This design comes from an exercise in tuning for small area, a short achievable clock period and few clock cycles on the open sky130 flow, not from production work.
In this exercise RTL edits were held to simulation tests only and were not proved equivalent to the original.
Power is estimated from default activity; no workload was simulated.

## P
==> flow/design.v (excerpt) <==
module kn4_anchor_sum (
    input  wire        clk,
    input  wire        rst,           
    input  wire        in_valid,
    output reg         in_ready,
    input  wire [31:0] in_data,       
    input  wire        in_last,       
    input  wire [15:0] in_rec,        
    input  wire [2:0]  in_rnd,        
    output reg         out_valid,
    input  wire        out_ready,
    output reg  [31:0] out_data,      
    output reg  [3:0]  out_flags,     
    output reg  [8:0]  out_loss,      
    output reg  [47:0] out_sum,       
    output reg  [15:0] out_rec        
);
For scale: about 3,200 cells after synthesis, about 170 I/O pins, about 23,000 um^2 of cells after synthesis.
Settings: LEC_CHECK=0, ABC_AREA=1, CAP_MARGIN=20, CORE_MARGIN=2, CORE_UTILIZATION=55, CTS_CLUSTER_DIAMETER=100, CTS_CLUSTER_SIZE=20, PLACE_DENSITY=0.6, SLEW_MARGIN=20; clock period 12.0 ns.
standard.sh (not shown) runs the stock make flow with config.mk's settings and CLKGATE_MAP_FILE= SYNTH_SCRIPT=/design/flow/synth_recipe.tcl, a recipe that flattens the netlist after the stock synthesis.
==> flow/flow/run.sh <==
#!/bin/bash
set -euo pipefail
bash standard.sh SETUP_SLACK_MARGIN=7.3 \
  "BUFFER_PORTS_ARGS=-buffer_cell sky130_fd_sc_hd__buf_1" finish > standard.log 2>&1
P closes out successfully: all stages finished, all timing, DRC and antenna checks passed.
Testbench counts of P, summed over its fixed seeds: cycles 18,203.
Input-level comparison between Q and P:
diff --git a/flow/design.v b/flow/design.v
--- a/flow/design.v
+++ b/flow/design.v
@@ -1,36 +1,36 @@
 module anchor_cvt_in (
     input  wire [31:0] x,         
     input  wire [8:0]  dsh9,      
     input  wire        bad,       
-    output wire [38:0] mx,        
+    output wire [38:0] m,         
     output wire        nan,       
     output wire        pinf,      
     output wire        ninf,      
     output wire        nv,        
     output wire        loss,      
     output wire [7:0]  code,      
     output wire        xnan       
 );
     wire        sgn  = x[31];
     wire [7:0]  ex   = x[30:23];
-    wire [22:0] frx  = x[22:0];
-    wire [22:0] fr   = frx ^ {23{sgn}};
+    wire [22:0] fr   = x[22:0];
     wire        ex_max  = (ex == 8'hFF);
     wire        ex_zero = (ex == 8'd0);
     wire        fr_zero = (fr == 23'd0);
     wire        is_nan  = ex_max & ~fr_zero;
     wire        is_inf  = ex_max & fr_zero;
     wire        is_zero = ex_zero & fr_zero;
     wire        fin_nz  = ~ex_max & ~is_zero;
     wire [7:0]  eeff = ex_zero ? 8'd1 : ex;
     wire [23:0] sig  = {~ex_zero, fr};
     wire        uncov = dsh9[8];
     wire [7:0]  dsh  = dsh9[7:0];
-    wire [39:0] shx = $signed({sgn, ~ex_zero ^ sgn, frx, {15{sgn}}}) >>> dsh[5:0];
-    assign mx = (dsh[7:6] != 2'd0) ? {39{sgn}} : shx[38:0];
+    wire        big  = (dsh >= 8'd39);
+    wire [38:0] sh = {sig, 15'd0} >> dsh[5:0];
+    assign m = big ? 39'd0 : sh;
     reg  [63:0] sigrev;
     integer i;
     always @*
         for (i = 0; i < 64; i = i + 1)
             sigrev[i] = (i >= 40) ? sig[63 - i] : 1'b0;
     wire [5:0]  tzr;
@@ -73,30 +73,28 @@
     wire [9:0]  olim  = 10'd294 - {2'd0, tcode};   
     wire        nrm1  = nlim[8] | ({3'd0, pp} >= nlim);
     wire        ovf1  = (olim[9:6] == 4'd0) & ({4'd0, pp} >= olim);
     wire [5:0]  sub   = nlim[8] ? 6'd0 : nlim[5:0];
     wire [5:0]  sa1   = nrm1 ? pp : sub;           
     wire [7:0]  eb1   = {2'd0, pp} + tcode - 8'd39;
-    wire [9:0]  tlim  = 10'd293 - {2'd0, tcode};
-    wire        top1  = nrm1 & ({4'd0, pp} == tlim);
+    wire [6:0]  tz26  = {1'b0, tz1} + 7'd26;
+    wire        st1   = (tz26 <= {1'b0, pp}) | (tz26 <= {1'b0, sub});
     reg [5:0]  sa;
     reg [7:0]  eb;
-    reg [5:0]  tz;
-    reg        normal, ovf0, sgn, zr, top;
+    reg        normal, ovf0, sgn, zr, s, top;
     always @(posedge clk) begin
         sa     <= sa1;
         eb     <= eb1;
-        tz     <= tz1;
-        top    <= top1;
+        top    <= nrm1 & (eb1 == 8'hFE);    
         normal <= nrm1;
         ovf0   <= ovf1;
         sgn    <= sgn1;
-        zr     <= (pp == 6'd0) & ~sgn1;   
+        zr     <= (q == 48'd0);
+        s      <= st1;
     end
     wire [72:0] sh = {q2, 26'd0} >> sa;
-    wire        s  = ({1'b0, tz} + 7'd26 <= {1'b0, sa});
     wire [24:0] w  = sh[25:1] ^ {25{sgn}};
     wire [23:0] mx = w[24:1];
     wire        gx = w[0];
     wire        fz = sgn & ~s;
     wire        g  = gx ^ fz;
     wire        fix = fz & gx;             
@@ -214,35 +212,35 @@
     always @(posedge clk) begin
         if (rst)
             i_valid <= 1'b0;
         else if (~stall)
             i_valid <= take;
         if (~stall) begin
-            i_x     <= {in_data[31:23], in_data[22:0] ^ {23{in_data[31]}}};
+            i_x     <= in_data;
             i_last  <= in_last;
             i_first <= first_n;
             i_dsh   <= {1'b0, tc_now} - {1'b0, eeff_now};
         end
     end
-    wire [38:0] c_mx;                 
+    wire [38:0] c_m;
     wire        c_nan, c_pinf, c_ninf, c_nv, c_loss, c_xnan;
     wire [7:0]  c_code;
     anchor_cvt_in u_in (
         .x(i_x), .dsh9(i_dsh), .bad(e_bad),
-        .mx(c_mx), .nan(c_nan), .pinf(c_pinf), .ninf(c_ninf),
+        .m(c_m), .nan(c_nan), .pinf(c_pinf), .ninf(c_ninf),
         .nv(c_nv), .loss(c_loss), .code(c_code), .xnan(c_xnan)
     );
     wire        c_sgn = i_x[31];
     reg [47:0] a_num;
     reg        a_nan, a_pinf, a_ninf, a_nv, a_nx, a_xnan;
     reg [8:0]  a_loss;
     reg [7:0]  a_cexp;
     reg [7:0]  a_tcode;
     reg [2:0]  a_rnd;
     wire [47:0] a_base = i_first ? 48'd0 : a_num;
-    wire [47:0] addend = {{9{c_sgn}}, c_mx};
+    wire [47:0] addend = {{9{c_sgn}}, c_m ^ {39{c_sgn}}};
     wire [47:0] a_sum  = a_base + addend + {47'd0, c_sgn};
     wire [7:0]  cexp_b = i_first ? 8'd0 : a_cexp;
     always @(posedge clk) begin
         if (rst)
             a_done <= 1'b0;
         else if (~stall)
### Flow results
Result for Q and P: all clean. From P to Q the numbers moved as follows: routed wire length moved down; combinational fraction of design power moved down; met2 wire length -1.8%. The largest stage delay on the critical path of P and that of Q are within noise of each other. Taking P as the reference, in Q number of post-CTS setup repair buffers saw a decrease; total power saw a decrease; global-route usage over all layers saw little to no change; fraction of area in registers saw an increase. Q vs P — clock period minus worst slack dropped 49 ps. Q reports a lower utilization after layout than P does. [Q] met1 track demand over resource in global routing rose 1.5 points relative to P. Comparing P with Q, the synthesized cell count came out essentially unchanged. Compared with P, Q shows a setup slack that is 49 ps higher.
Testbench counts of Q, summed over its fixed seeds: cycles 18,203.

========
Setup of the previous run:
Another version of the RTL of kn4_anchor_sum (not shown whole).
Size in the first run: about 3,200 cells after synthesis, roughly 330 flip-flops, ~170 I/O pins, about 0.024 mm2 of cells after synthesis.
==> module kn4_anchor_sum, before the edit <==
module kn4_anchor_sum (
    input  wire        clk,
    input  wire        rst,           
    input  wire        in_valid,
    output reg         in_ready,
    input  wire [31:0] in_data,       
    input  wire        in_last,       
    input  wire [15:0] in_rec,        
    input  wire [2:0]  in_rnd,        
    output reg         out_valid,
    input  wire        out_ready,
    output reg  [31:0] out_data,      
    output reg  [3:0]  out_flags,     
    output reg  [8:0]  out_loss,      
    output reg  [47:0] out_sum,       
    output reg  [15:0] out_rec        
);
    localparam [47:0] NAN_MARK  = 48'h8000_0000_0000;
    localparam [47:0] NINF_MARK = 48'h8000_0000_0001;
    localparam [47:0] PINF_MARK = 48'h7FFF_FFFF_FFFF;
    wire take = in_valid & in_ready;
    reg  first_n;                   
    reg  a_done;                    
    reg  o_occ;                     
    reg  o_cvt;                     
    reg  stall;                     
    wire xfer     = a_done & ~o_occ;
    wire o_deliv  = out_valid & out_ready;
    wire [7:0] rexp = in_rec[15:8];
    reg  [7:0] e_tcode;
    reg        e_bad, e_binv;
    reg  [2:0] e_rnd;
    always @(posedge clk)
        if (take & first_n) begin
            e_tcode <= (rexp == 8'd0) ? 8'd1 : rexp;
            e_bad   <= in_rec[7] | (rexp == 8'hFF);
            e_binv  <= in_rec[5] & in_rec[4];
            e_rnd   <= in_rnd;
        end
    wire [7:0] tc_now   = first_n ? ((rexp == 8'd0) ? 8'd1 : rexp) : e_tcode;
    wire [7:0] eeff_now = (in_data[30:23] == 8'd0) ? 8'd1 : in_data[30:23];
    reg        i_valid, i_last, i_first;
    reg [31:0] i_x;
    reg [8:0]  i_dsh;
    always @(posedge clk) begin
        if (rst)
            i_valid <= 1'b0;
        else if (~stall)
            i_valid <= take;
        if (~stall) begin
            i_x     <= in_data;
            i_last  <= in_last;
            i_first <= first_n;
            i_dsh   <= {1'b0, tc_now} - {1'b0, eeff_now};
        end
    end
    wire [38:0] c_m;
    wire        c_nan, c_pinf, c_ninf, c_nv, c_loss, c_xnan;
    wire [7:0]  c_code;
    anchor_cvt_in u_in (
        .x(i_x), .dsh9(i_dsh), .bad(e_bad),
        .m(c_m), .nan(c_nan), .pinf(c_pinf), .ninf(c_ninf),
        .nv(c_nv), .loss(c_loss), .code(c_code), .xnan(c_xnan)
    );
    reg        d_valid, d_last, d_first;
    reg [38:0] d_m;                 
    reg        d_sgn, d_nan, d_pinf, d_ninf, d_nv, d_loss, d_xnan;
    reg [7:0]  d_code;
    always @(posedge clk) begin
        if (rst)
            d_valid <= 1'b0;
        else if (~stall)
            d_valid <= i_valid;
        if (~stall) begin
            d_last  <= i_last;
            d_first <= i_first;
            d_m     <= c_m ^ {39{i_x[31]}};
            d_sgn   <= i_x[31];
            d_nan   <= c_nan;
            d_pinf  <= c_pinf;
            d_ninf  <= c_ninf;
            d_nv    <= c_nv | (i_first & e_binv);
            d_loss  <= c_loss;
            d_xnan  <= c_xnan;
            d_code  <= c_code;
        end
    end
    reg [47:0] a_num;
    reg        a_nan, a_pinf, a_ninf, a_nv, a_nx, a_xnan;
    reg [8:0]  a_loss;
    reg [7:0]  a_cexp;
    reg [7:0]  a_tcode;
    reg [2:0]  a_rnd;
    wire [47:0] a_base = d_first ? 48'd0 : a_num;
    wire [47:0] addend = {{9{d_sgn}}, d_m};
    wire [47:0] a_sum  = a_base + addend + {47'd0, d_sgn};
    wire [7:0]  cexp_b = d_first ? 8'd0 : a_cexp;
    always @(posedge clk) begin
        if (rst)
            a_done <= 1'b0;
        else if (~stall)
            a_done <= d_valid & d_last;
        if (~stall & d_valid) begin
            a_num  <= a_sum;
            a_nan  <= (~d_first & a_nan)  | d_nan;
            a_pinf <= (~d_first & a_pinf) | d_pinf;
            a_ninf <= (~d_first & a_ninf) | d_ninf;
            a_nv   <= (~d_first & a_nv)   | d_nv;
            a_nx   <= (~d_first & a_nx)   | d_loss;
            a_xnan <= (~d_first & a_xnan) | d_xnan;
            a_loss <= (d_first ? 9'd0 : a_loss) + {8'd0, d_loss};
            a_cexp <= (d_code > cexp_b) ? d_code : cexp_b;
            if (d_first) begin
                a_tcode <= e_tcode;
                a_rnd   <= e_rnd;
            end
        end
    end
    wire a_isnan  = a_nan | (a_pinf & a_ninf);
    wire a_ispinf = ~a_isnan & a_pinf;
    wire a_isninf = ~a_isnan & a_ninf;
    wire a_spec   = a_nan | a_pinf | a_ninf;
    wire [31:0] y;
    wire        y_zero, y_of, y_nx;
    reg  [2:0]  o_rnd;
    reg         o_spec, o_nan, o_pinf;
    reg         o_nv, o_nx;
    anchor_cvt_out u_out (
        .clk(clk), .q(a_num), .tcode(a_tcode), .q2(out_sum[46:0]), .rnd(o_rnd),
        .y(y), .zero(y_zero), .of(y_of), .nx(y_nx)
    );
    wire        y_fin = ~o_spec & ~y_zero;
    wire a_done_n = stall | (d_valid & d_last);
    wire o_occ_n  = xfer | (o_occ & ~o_deliv);
    always @(posedge clk) begin
        if (rst) begin
            o_occ     <= 1'b0;
            o_cvt     <= 1'b0;
            out_valid <= 1'b0;
            first_n   <= 1'b1;
            stall     <= 1'b0;
            in_ready  <= 1'b1;
        end else begin
            if (take)
                first_n <= in_last;
            o_occ <= o_occ_n;
            o_cvt <= xfer;
            if (o_deliv)
                out_valid <= 1'b0;
            if (o_cvt)
                out_valid <= 1'b1;
            stall <= a_done_n & o_occ_n;
            in_ready <= ~(a_done_n & o_occ_n) &
                        ~((take ? in_last : first_n) &
                          (stall ? i_valid & i_first : take & first_n));
        end
        if (xfer) begin
            out_sum  <= a_isnan  ? NAN_MARK :
                        a_ispinf ? PINF_MARK :
                        a_isninf ? NINF_MARK : a_num;
            out_loss <= a_loss;
            out_rec  <= {a_cexp, 1'b0, a_xnan, a_pinf, a_ninf, 4'd0};
        end
        o_rnd  <= a_rnd;
        o_spec <= a_spec;
        o_nan  <= a_isnan;
        o_pinf <= a_ispinf;
        o_nv   <= a_nv;
        o_nx   <= a_nx;
        if (o_cvt) begin
            out_data  <= o_spec ? (o_nan ? 32'h7FC0_0000 :
                                   o_pinf ? 32'h7F80_0000 : 32'hFF80_0000) :
                         y_zero ? 32'h0000_0000 : y;
            out_flags <= {o_nv, y_fin & y_of, 1'b0, o_nx | (y_fin & y_nx)};
        end
    end
endmodule
export LEC_CHECK = 0
export ABC_AREA = 1
export CAP_MARGIN = 20
export CORE_MARGIN = 2
export CORE_UTILIZATION = 55
export CTS_CLUSTER_DIAMETER = 100
export CTS_CLUSTER_SIZE = 20
export PLACE_DENSITY = 0.6
export SLEW_MARGIN = 20
create_clock -name core_clock -period 12.0 [get_ports {clk}]
==> flow/flow/run.sh <==
#!/bin/bash
set -euo pipefail
bash standard.sh SETUP_SLACK_MARGIN=6.9 \
  "BUFFER_PORTS_ARGS=-buffer_cell sky130_fd_sc_hd__buf_1" finish > standard.log 2>&1
Testbench counts of the previous run, summed over its fixed seeds: cycles 18,211.
Here is what was changed in the inputs of the current run compared with the previous run.
==> flow/design.v, changed modules only <==
module kn4_anchor_sum (
    input  wire        clk,
    input  wire        rst,           
    input  wire        in_valid,
    output reg         in_ready,
    input  wire [31:0] in_data,       
    input  wire        in_last,       
    input  wire [15:0] in_rec,        
    input  wire [2:0]  in_rnd,        
    output reg         out_valid,
    input  wire        out_ready,
    output reg  [31:0] out_data,      
    output reg  [3:0]  out_flags,     
    output reg  [8:0]  out_loss,      
    output reg  [47:0] out_sum,       
    output reg  [15:0] out_rec        
);
    localparam [47:0] NAN_MARK  = 48'h8000_0000_0000;
    localparam [47:0] NINF_MARK = 48'h8000_0000_0001;
    localparam [47:0] PINF_MARK = 48'h7FFF_FFFF_FFFF;
    wire take = in_valid & in_ready;
    reg  first_n;                   
    reg  a_done;                    
    reg  o_occ;                     
    reg  o_cvt;                     
    reg  stall;                     
    wire xfer     = a_done & ~o_occ;
    wire o_deliv  = out_valid & out_ready;
    wire [7:0] rexp = in_rec[15:8];
    reg  [7:0] e_tcode;
    reg        e_bad, e_binv;
    reg  [2:0] e_rnd;
    always @(posedge clk)
        if (take & first_n) begin
            e_tcode <= (rexp == 8'd0) ? 8'd1 : rexp;
            e_bad   <= in_rec[7] | (rexp == 8'hFF);
            e_binv  <= in_rec[5] & in_rec[4];
            e_rnd   <= in_rnd;
        end
    wire [7:0] tc_now   = first_n ? ((rexp == 8'd0) ? 8'd1 : rexp) : e_tcode;
    wire [7:0] eeff_now = (in_data[30:23] == 8'd0) ? 8'd1 : in_data[30:23];
    reg        i_valid, i_last, i_first;
    reg [31:0] i_x;
    reg [8:0]  i_dsh;
    always @(posedge clk) begin
        if (rst)
            i_valid <= 1'b0;
        else if (~stall)
            i_valid <= take;
        if (~stall) begin
            i_x     <= in_data;
            i_last  <= in_last;
            i_first <= first_n;
            i_dsh   <= {1'b0, tc_now} - {1'b0, eeff_now};
        end
    end
    wire [38:0] c_m;
    wire        c_nan, c_pinf, c_ninf, c_nv, c_loss, c_xnan;
    wire [7:0]  c_code;
    anchor_cvt_in u_in (
        .x(i_x), .dsh9(i_dsh), .bad(e_bad),
        .m(c_m), .nan(c_nan), .pinf(c_pinf), .ninf(c_ninf),
        .nv(c_nv), .loss(c_loss), .code(c_code), .xnan(c_xnan)
    );
    wire        c_sgn = i_x[31];
    reg [47:0] a_num;
    reg        a_nan, a_pinf, a_ninf, a_nv, a_nx, a_xnan;
    reg [8:0]  a_loss;
    reg [7:0]  a_cexp;
    reg [7:0]  a_tcode;
    reg [2:0]  a_rnd;
    wire [47:0] a_base = i_first ? 48'd0 : a_num;
    wire [47:0] addend = {{9{c_sgn}}, c_m ^ {39{c_sgn}}};
    wire [47:0] a_sum  = a_base + addend + {47'd0, c_sgn};
    wire [7:0]  cexp_b = i_first ? 8'd0 : a_cexp;
    always @(posedge clk) begin
        if (rst)
            a_done <= 1'b0;
        else if (~stall)
            a_done <= i_valid & i_last;
        if (~stall & i_valid) begin
            a_num  <= a_sum;
            a_nan  <= (~i_first & a_nan)  | c_nan;
            a_pinf <= (~i_first & a_pinf) | c_pinf;
            a_ninf <= (~i_first & a_ninf) | c_ninf;
            a_nv   <= (~i_first & a_nv)   | c_nv | (i_first & e_binv);
            a_nx   <= (~i_first & a_nx)   | c_loss;
            a_xnan <= (~i_first & a_xnan) | c_xnan;
            a_loss <= (i_first ? 9'd0 : a_loss) + {8'd0, c_loss};
            a_cexp <= (c_code > cexp_b) ? c_code : cexp_b;
            if (i_first) begin
                a_tcode <= e_tcode;
                a_rnd   <= e_rnd;
            end
        end
    end
    wire a_isnan  = a_nan | (a_pinf & a_ninf);
    wire a_ispinf = ~a_isnan & a_pinf;
    wire a_isninf = ~a_isnan & a_ninf;
    wire a_spec   = a_nan | a_pinf | a_ninf;
    wire [31:0] y;
    wire        y_zero, y_of, y_nx;
    reg  [2:0]  o_rnd;
    reg         o_spec, o_nan, o_pinf;
    reg         o_nv, o_nx;
    anchor_cvt_out u_out (
        .clk(clk), .q(a_num), .tcode(a_tcode), .q2(out_sum[46:0]), .rnd(o_rnd),
        .y(y), .zero(y_zero), .of(y_of), .nx(y_nx)
    );
    wire        y_fin = ~o_spec & ~y_zero;
    wire a_done_n = stall | (i_valid & i_last);
    wire o_occ_n  = xfer | (o_occ & ~o_deliv);
    always @(posedge clk) begin
        if (rst) begin
            o_occ     <= 1'b0;
            o_cvt     <= 1'b0;
            out_valid <= 1'b0;
            first_n   <= 1'b1;
            stall     <= 1'b0;
            in_ready  <= 1'b1;
        end else begin
            if (take)
                first_n <= in_last;
            o_occ <= o_occ_n;
            o_cvt <= xfer;
            if (o_deliv)
                out_valid <= 1'b0;
            if (o_cvt)
                out_valid <= 1'b1;
            stall <= a_done_n & o_occ_n;
            in_ready <= ~(a_done_n & o_occ_n);
        end
        if (xfer) begin
            out_sum  <= a_isnan  ? NAN_MARK :
                        a_ispinf ? PINF_MARK :
                        a_isninf ? NINF_MARK : a_num;
            out_loss <= a_loss;
            out_rec  <= {a_cexp, 1'b0, a_xnan, a_pinf, a_ninf, 4'd0};
        end
        o_rnd  <= a_rnd;
        o_spec <= a_spec;
        o_nan  <= a_isnan;
        o_pinf <= a_ispinf;
        o_nv   <= a_nv;
        o_nx   <= a_nx;
        if (o_cvt) begin
            out_data  <= o_spec ? (o_nan ? 32'h7FC0_0000 :
                                   o_pinf ? 32'h7F80_0000 : 32'hFF80_0000) :
                         y_zero ? 32'h0000_0000 : y;
            out_flags <= {o_nv, y_fin & y_of, 1'b0, o_nx | (y_fin & y_nx)};
        end
    end
endmodule
Results
What the previous run reported for inverter count has to be multiplied by 1.17 to get the figure for the current run.
Relative to the previous run, the routed via count of the current run is higher by 183.
Density: the current run denser than the previous run
The current run ended up with a higher count of TritonRoute iterations in the first routing pass than the previous run did.
Per the comparison of the current run with the previous run, routed wire length flat; fraction of the mapped netlist area in compound gates now larger; cell count after synthesis increased by about 2.2% relative to the old numbers.
The current run has completed all stages; timing, DRC and antenna checks passed.
The previous run ran to completion and came out clean on the timing, design-rule and antenna checks.
Diff the previous run -> the current run: minimum clock period rose 0.033 ns; worst setup slack fell 0.033 ns; number of well taps fell 53; critical path depth rose 15.
In the current run relative to the previous run, number of distinct library cell variants in the gate-level netlist after synthesis had gone down by more than 10%.
Testbench counts of the current run, summed over its fixed seeds: cycles 18,203.

## afterwards: timing with drivers on the ports
How much do the figures lean on ideal ports? The routed layouts below were timed once more, with nothing changed but the port constraints.
Step 1: set_driving_cell puts a clkbuf_16 on clk and a buf_2 on each other input, an assumption about the parent block.
Step 2 times the ports against the registers' clock, not the clock port: input delays grow and output delays shrink by t, the midpoint of the rising clock arrivals with the driver on.
a / b / c = ideal / step 1 / step 2; a / b = the first two.
| run | shift t [ns] | slack for setup (ns) | slew at the worst register clock pin (ns) |
|---|---|---|---|
| P | 0.587 | 7.402 / 7.402 / 7.005 | 0.09 / 0.09 |
| Q | 0.595 | 7.451 / 7.451 / 6.980 | 0.09 / 0.09 |
| the previous run | 0.625 | 7.190 / 7.190 / 6.998 | 0.09 / 0.09 |
| the current run | 0.591 | 7.156 / 7.156 / 6.875 | 0.09 / 0.09 |
After both steps setup and hold are still met in every run listed. For Q, which loses most, drivers alone change the setup slack by 0.000 ns; drivers and shift together by -0.471 ns.
